From an optimization exercise on the open Yosys and OpenROAD flow, aimed at small area and a short achievable clock period; shortcuts taken in it are not production practice. Only simulation tests tie the RTL to the original design; equivalence was not proved. Power and IR drop assume default switching activity.

run A:
==> flow/design.v (excerpt) <==
module omt_pe_tile (
    input  wire         clk,
    input  wire         rst,
    input  wire         cmd_valid,
    input  wire [1:0]   cmd_op,
    input  wire [3:0]   a_addr,
    input  wire [3:0]   b_addr,
    input  wire [3:0]   w_addr,
    input  wire [2:0]   b_src,
    input  wire [1:0]   k_src,
    input  wire [7:0]   tt_r,
    input  wire [7:0]   tt_c,
    input  wire [2:0]   dest,
    input  wire         carry_en,
    input  wire         mask_mode,
    input  wire [1:0]   bcn_req,
    input  wire [7:0]   edge_mode,     
    input  wire [15:0]  b_const,
    input  wire [4:0]   plane_sel,
    input  wire [63:0]  plane_wdata,
    output reg          rd_valid,
    output reg  [63:0]  rd_data,
    output wire         bcn_valid,
    output wire         bcn_or,
    output wire [6:0]   bcn_count,
    output wire [5:0]   bcn_first,
    output wire         bcn_none
);
    localparam ROWS = 8;
    localparam COLS = 8;
    localparam NPE  = ROWS * COLS;
    wire v      = cmd_valid & ~rst;
    wire exec   = v && (cmd_op == 2'd0);
    wire pwrite = v && (cmd_op == 2'd1);
    wire pread  = v && (cmd_op == 2'd2);
    wire [4:0] a_row = pread ? plane_sel : {1'b0, a_addr};
    reg         rst_c, exec_c, pwrite_c, pread_c, bcn_c, mask_c, carry_c;
    reg  [3:0]  w_addr_c;
    reg  [2:0]  dest_c, b_src_c;
    reg  [1:0]  k_src_c;
    reg  [7:0]  edge_c, ttr_c, ttc_c;
    reg  [4:0]  plane_c;
    reg         bconst_c;
    reg  [15:0] asel_c, bsel_c;
    reg         fwd_a_c, fwd_b_c;
    reg  [63:0] wdata_c;
    function writes_row;
        input [4:0] x;
        begin
            writes_row = rst_c ||
                (exec_c && (dest_c == 3'd1) && ({1'b0, w_addr_c} == x)) ||
                (pwrite_c && (plane_c == x));
        end
    endfunction
    integer j;
    always @(posedge clk) begin
        rst_c    <= rst;
        exec_c   <= exec;
        pwrite_c <= pwrite;
        pread_c  <= pread;
        bcn_c    <= exec && (bcn_req == 2'd1 || bcn_req == 2'd2);
        mask_c   <= mask_mode;
        carry_c  <= carry_en;
        w_addr_c <= w_addr;
        dest_c   <= dest;
        b_src_c  <= b_src;
        k_src_c  <= k_src;
        edge_c   <= edge_mode;
  ...
For scale: roughly 6900 cells after synthesis, ~1900 flip-flops, about 220 I/O pins, roughly 85000 µm² of cells after synthesis.
Settings: LEC_CHECK=0, CAP_MARGIN=35, CORE_MARGIN=2, CORE_UTILIZATION=30, CTS_CLUSTER_DIAMETER=90, CTS_CLUSTER_SIZE=24, PLACE_DENSITY=0.45, SETUP_SLACK_MARGIN=4.95, SLEW_MARGIN=20; clock period 8.0 ns.
standard.sh (not shown) runs the stock make flow with config.mk's settings and CLKGATE_MAP_FILE= SYNTH_SCRIPT=/design/flow/synth_recipe.tcl, a recipe that flattens the netlist after the stock synthesis.
==> flow/flow/run.sh <==
#!/bin/bash
# Layout flow: the standard ORFS flow (standard.sh), with these changes
# to how the layout is made:
#  - synthesis maps the logic with an area-oriented ABC script
#    (flow/abc_area_nf.script) in place of ORFS's abc_speed.script; the
#    rest of the synthesis (registers included) is the standard one;
#  - sky130_fd_sc_hd__a222oi_1 is added to the platform's don't-use cells
#    (it has no stronger size, so the timing repair cannot fix it when it
#    ends up driving a long wire);
#  - ports are buffered with sky130_fd_sc_hd__buf_1 (resized later by the
#    timing repair where needed).
# Each tool's output is in the ORFS logs under orfs/logs/; make's own output
# is in flow_make.log.
set -euo pipefail
W=$(pwd)
rm -rf "$W/flow_scripts"
cp -r "$FLOW_HOME/scripts" "$W/flow_scripts"
cp "$W/flow/abc_area_nf.script" "$W/flow_scripts/abc_speed.script"
DU="$(sed -n '/DONT_USE_CELLS/,/^$/p' "$FLOW_HOME/platforms/sky130hd/config.mk" \
      | grep -o 'sky130_fd_sc_hd__[a-z0-9_]*' | tr '\n' ' ')sky130_fd_sc_hd__a222oi_1"
echo "DONT_USE_CELLS=$DU" > "$W/flow_dont_use.txt"
bash "$W/standard.sh" SCRIPTS_DIR="$W/flow_scripts" \
    BUFFER_PORTS_ARGS="-buffer_cell sky130_fd_sc_hd__buf_1" \
    DONT_USE_CELLS="$DU" finish \
    > "$W/flow_make.log" 2>&1
==> flow/flow/abc_area_nf.script <==
&get -n
&st
&dch -f
&nf -R 1000 -a
&st
&dch -f
&nf -R 1000 -a
&put
The final layout from run A, which completed every stage, passed the timing, DRC and antenna checks at the end of the flow.
Inputs modified between run A and run B:
==> flow/flow/run.sh <==
#!/bin/bash
# Layout flow: the standard ORFS flow (standard.sh), with two changes to
# how the layout is made:
#  - synthesis maps the logic with an area-oriented ABC script
#    (flow/abc_area_nf.script) in place of ORFS's abc_speed.script; the
#    rest of the synthesis (registers included) is the standard one;
#  - ports are buffered with sky130_fd_sc_hd__buf_1 (resized later by the
#    timing repair where needed).
# Each tool's output is in the ORFS logs under orfs/logs/; make's own output
# is in flow_make.log.
set -euo pipefail
W=$(pwd)
rm -rf "$W/flow_scripts"
cp -r "$FLOW_HOME/scripts" "$W/flow_scripts"
cp "$W/flow/abc_area_nf.script" "$W/flow_scripts/abc_speed.script"
bash "$W/standard.sh" SCRIPTS_DIR="$W/flow_scripts" \
    BUFFER_PORTS_ARGS="-buffer_cell sky130_fd_sc_hd__buf_1" finish \
    > "$W/flow_make.log" 2>&1
==> flow/flow/abc_area_nf.script <==
&get -n
&st
&dch -f
&nf -R 1000 -a
&put
Findings:
Run A → run B: switching power total comparable; number of diodes now larger; global-route usage now smaller.
When run B is set beside run A, its total power turns out to be 1.0% smaller.
Inputs modified between run B and run C:
Settings: SETUP_SLACK_MARGIN: 4.95 -> 5.0.
diff --git a/flow/flow/run.sh b/flow/flow/run.sh
--- a/flow/flow/run.sh
+++ b/flow/flow/run.sh
@@ -2,2 +2,2 @@
-# Layout flow: the standard ORFS flow (standard.sh), with two changes to
-# how the layout is made:
+# Layout flow: the standard ORFS flow (standard.sh), with these changes
+# to how the layout is made:
@@ -6,0 +7,3 @@
+#  - sky130_fd_sc_hd__a222oi_1 is added to the platform's don't-use cells
+#    (it has no stronger size, so the timing repair cannot fix it when it
+#    ends up driving a long wire);
@@ -15,0 +19,3 @@
+DU="$(sed -n '/DONT_USE_CELLS/,/^$/p' "$FLOW_HOME/platforms/sky130hd/config.mk" \
+      | grep -o 'sky130_fd_sc_hd__[a-z0-9_]*' | tr '\n' ' ')sky130_fd_sc_hd__a222oi_1"
+echo "DONT_USE_CELLS=$DU" > "$W/flow_dont_use.txt"
@@ -17 +23,2 @@
-    BUFFER_PORTS_ARGS="-buffer_cell sky130_fd_sc_hd__buf_1" finish \
+    BUFFER_PORTS_ARGS="-buffer_cell sky130_fd_sc_hd__buf_1" \
+    DONT_USE_CELLS="$DU" finish \
Results
In the flow results for run C and run B, the final worst-path cycle share is smaller on run C. Diff run B -> run C: routed via count climbed about 0.5%; die extent in y has increased; post-layout instance count excluding filler cells went up about 1.8%. Compared with run B, run C shows half-perimeter wire length after detailed placement higher by about 2.2%. In the reports for run C and run B, the smaller final RePlAce weighted congestion belongs to run B.

-- separate check: timing with driven ports --
Ports are ideal in the flow. The routed layouts listed here were re-timed in OpenROAD.
Step 1 sets driving cells, clkbuf_16 on the clock port and buf_2 on the other inputs (assumed; they add their load-dependent delay and slew).
Step 2 moves the port delays by t, midway between the first and last clock arrival at a register: inputs arrive t later, outputs are due t later. That takes back most of the time a late clock gives input paths.
Three values: ideal, step 1, step 2; two values: the first two.
run	shift t [ns]	setup slack, ns	pins driven straight from the clock port
run A	1.018	4.781 / 4.781 / 4.302	1
run B	1.042	4.822 / 4.822 / 4.321	1
run C	1.021	4.977 / 4.907 / 4.464	1
After both steps every run listed still meets setup and hold. The setup slack of run C, which loses most, moves by -0.070 ns with the drivers and by -0.513 ns with both steps.
